Background: an optimization exercise with open tools, aiming at small area. Do not read the settings as production practice.
Where RTL was checked, it was by simulation tests only, not by an equivalence proof against the original.
Power figures rest on the tool's default switching activity, not on a simulated workload.

== before ==
Design hem_core, start of the top module:
module hem_core (
    input              clk,
    input              rst,
    input              start,
    input      [11:0]  entry,
    input      [19:0]  state_ptr,
    input      [127:0] operands,
    output reg         busy,
    output     [11:0]  imem_addr,
    input      [31:0]  imem_rdata,
    output             dmem_en,
    output             dmem_we,
    output     [3:0]   dmem_be,
    output     [12:0]  dmem_addr,
    output     [31:0]  dmem_wdata,
    input      [31:0]  dmem_rdata,
    output             post_valid,
    output     [1:0]   post_dest,
    output     [31:0]  post_data,
    output reg         done,
    output reg [3:0]   done_cause,
    output     [11:0]  done_pc
);
For scale: ~340 I/O pins, roughly 0.053 mm² of cells after synthesis.
export LEC_CHECK = 0
export ABC_AREA = 1
export CAP_MARGIN = 20
export CORE_MARGIN = 2
export CORE_UTILIZATION = 40
export CTS_CLUSTER_DIAMETER = 100
export CTS_CLUSTER_SIZE = 24
export PLACE_DENSITY = 0.6
export SLEW_MARGIN = 20
create_clock -name core_clock -period 15.0 [get_ports {clk}]
standard.sh (not shown) runs the stock make flow with config.mk's settings and CLKGATE_MAP_FILE= SYNTH_SCRIPT=/design/flow/synth_recipe.tcl, a recipe that flattens the netlist after the stock synthesis.
==> flow/flow/run.sh <==
#!/bin/bash
# Standard layout, except that the port buffers are the smallest buffer cell
# (buf_1) instead of the default clkdlybuf4s50_1. Each tool's output goes to
# a log file in this folder.
set -euo pipefail
bash standard.sh synth > synth.log 2>&1
bash standard.sh BUFFER_PORTS_ARGS="-buffer_cell sky130_fd_sc_hd__buf_1" finish > layout.log 2>&1
test -f out/final.def
before: full flow OK, the timing, DRC and antenna checks passed
[inputs] after vs before
--- a/flow/design.v
+++ b/flow/design.v
@@ -353,24 +353,21 @@
         for (r = 0; r < 8; r = r + 1) begin
             d_wsel[r] = busy && !dwb_sel[r] && ex && d_we && fdd == r;
             d_hold[r] = busy && !dwb_sel[r] && !d_wsel[r];
         end
         for (r = 0; r < 2; r = r + 1) begin
             a_wsel[r] = busy && !awb_sel[r] && ex && a_we && fa == r;
             a_hold[r] = busy && !awb_sel[r] && !a_wsel[r];
         end
     end
     wire        p_we = i_ldp || i_addp || (is_mem && (fam == 2'd1 || fam == 2'd2));
-    wire [19:0] pnew = i_ldp ? imm20 : pwrap;
-    wire [19:0] pbus = busy ? pnew : 20'h0;
-    wire        p0_wsel = busy && ex && p_we && pi == 2'd0;
-    wire        p0_hold = busy && !p0_wsel;
+    wire [19:0] pbus = !busy ? 20'h0 : i_ldp ? imm20 : pwrap;
     wire [19:0] bbus = busy ? imm20 : 20'h0;
     wire [15:1] lbus = busy ? imm16[15:1] : 15'h0;
     integer i;
     always @(posedge clk) begin
         if (rst) begin
             busy <= 1'b0;
             iv   <= 1'b0;
             wb_v <= 1'b0;
             done <= 1'b0;
         end else begin
@@ -432,36 +429,34 @@
         end
         for (i = 0; i < 8; i = i + 1)
             dr[i] <= ({16{d_hold[i]}} & dr[i])
                    | ({16{dwb_sel[i]}} & wb_half)
                    | ({16{d_wsel[i]}} & d_val);
         for (i = 0; i < 2; i = i + 1)
             acc[i] <= ({40{a_hold[i]}} & acc[i])
                     | ({40{awb_sel[i]}} & {{8{dmem_rdata[31]}}, dmem_rdata})
                     | ({40{a_wsel[i]}} & a_val);
         for (i = 0; i < 4; i = i + 1) begin
-            if (i == 0)
-                pr[0] <= ({20{p0_hold}} & pr[0])
-                       | ({20{!busy}} & state_ptr)
-                       | ({20{p0_wsel}} & pnew);
-            else if (!busy || (ex && p_we && pi == i))
-                pr[i] <= pbus;
+            if (!busy || (ex && p_we && pi == i))
+                pr[i] <= (i == 0 && !busy) ? state_ptr : pbus;
             if (!busy || (ex && i_setb && pi == i))
                 br[i] <= bbus;
             if (!busy || (ex && i_setl && pi == i))
                 lr[i] <= lbus;
             if (!busy)
                 orr[i] <= operands[32*i +: 32];
         end
-        wb_acc <= i_lda;
-        wb_idx <= i_lda ? {2'b00, fa} : fdd;
-        wb_hi  <= maddr[1];
+        if (go && is_load) begin
+            wb_acc <= i_lda;
+            wb_idx <= i_lda ? {2'b00, fa} : fdd;
+            wb_hi  <= maddr[1];
+        end
     end
 endmodule
 module hem_core_mac (
     input  [17:0] A,
     input  [16:0] B,
     input         negp,
     input  [40:0] X,
     input  [40:0] Z,       
     input         zen,
     input         c15,
==> comparison <==
- Clock latency reported for the late side of the worst-skew pair in after is 0.02 ns higher than in before
- after against before: synthesized cell count moved down; total met2 wirelength after detailed routing moved down; share of the clock period used by the worst path moved down.
- The critical path depth number comes out lower for after vs before.
- The final layout net count of after falls short of that of before by 1.0%.
- Where slack of the critical path is concerned, before is outperformed by after.
- Clock transition time at the flip-flop clock pins of the worst setup and hold paths on after is down relative to before.
- [after] number of global-route vias before repair fell 1.5% relative to before
- after does better than before on power after layout.
- The flow did not stop early for after: all stages ran, and the layout cleared the timing, DRC and antenna checks.
Function not checked in before: the RTL went through the layout flow alone.

-- re-timing with driven ports --
No port has a modelled driver above. Below, the same layouts with a new extraction and two added sets of constraints. Step 1: set_driving_cell puts a clkbuf_16 on clk and a buf_2 on each other input, an assumption about the parent block. Step 2 adds t to the input delays and takes it off the output delays; t is the mean of the earliest and latest rising clock arrival at the registers after step 1. Input paths then give back, and output paths get back, about the clock's delay inside the block. Slacks: ideal / step 1 / step 2; pairs: ideal / step 1.
run | t (ns) | slack for setup (ns) | worst setup path after step 2 | slew at the worst register clock pin (ns) | cell pins on the clock port's net
before | 0.738 | 0.763 / 0.818 / 0.081 | input to register | 0.11 / 0.11 | 1
after | 0.747 | 0.993 / 0.970 / 0.223 | input to register | 0.11 / 0.11 | 1
After both steps every run listed still meets setup and hold. For after, which loses most, drivers alone change the setup slack by -0.023 ns; drivers and shift together by -0.770 ns.
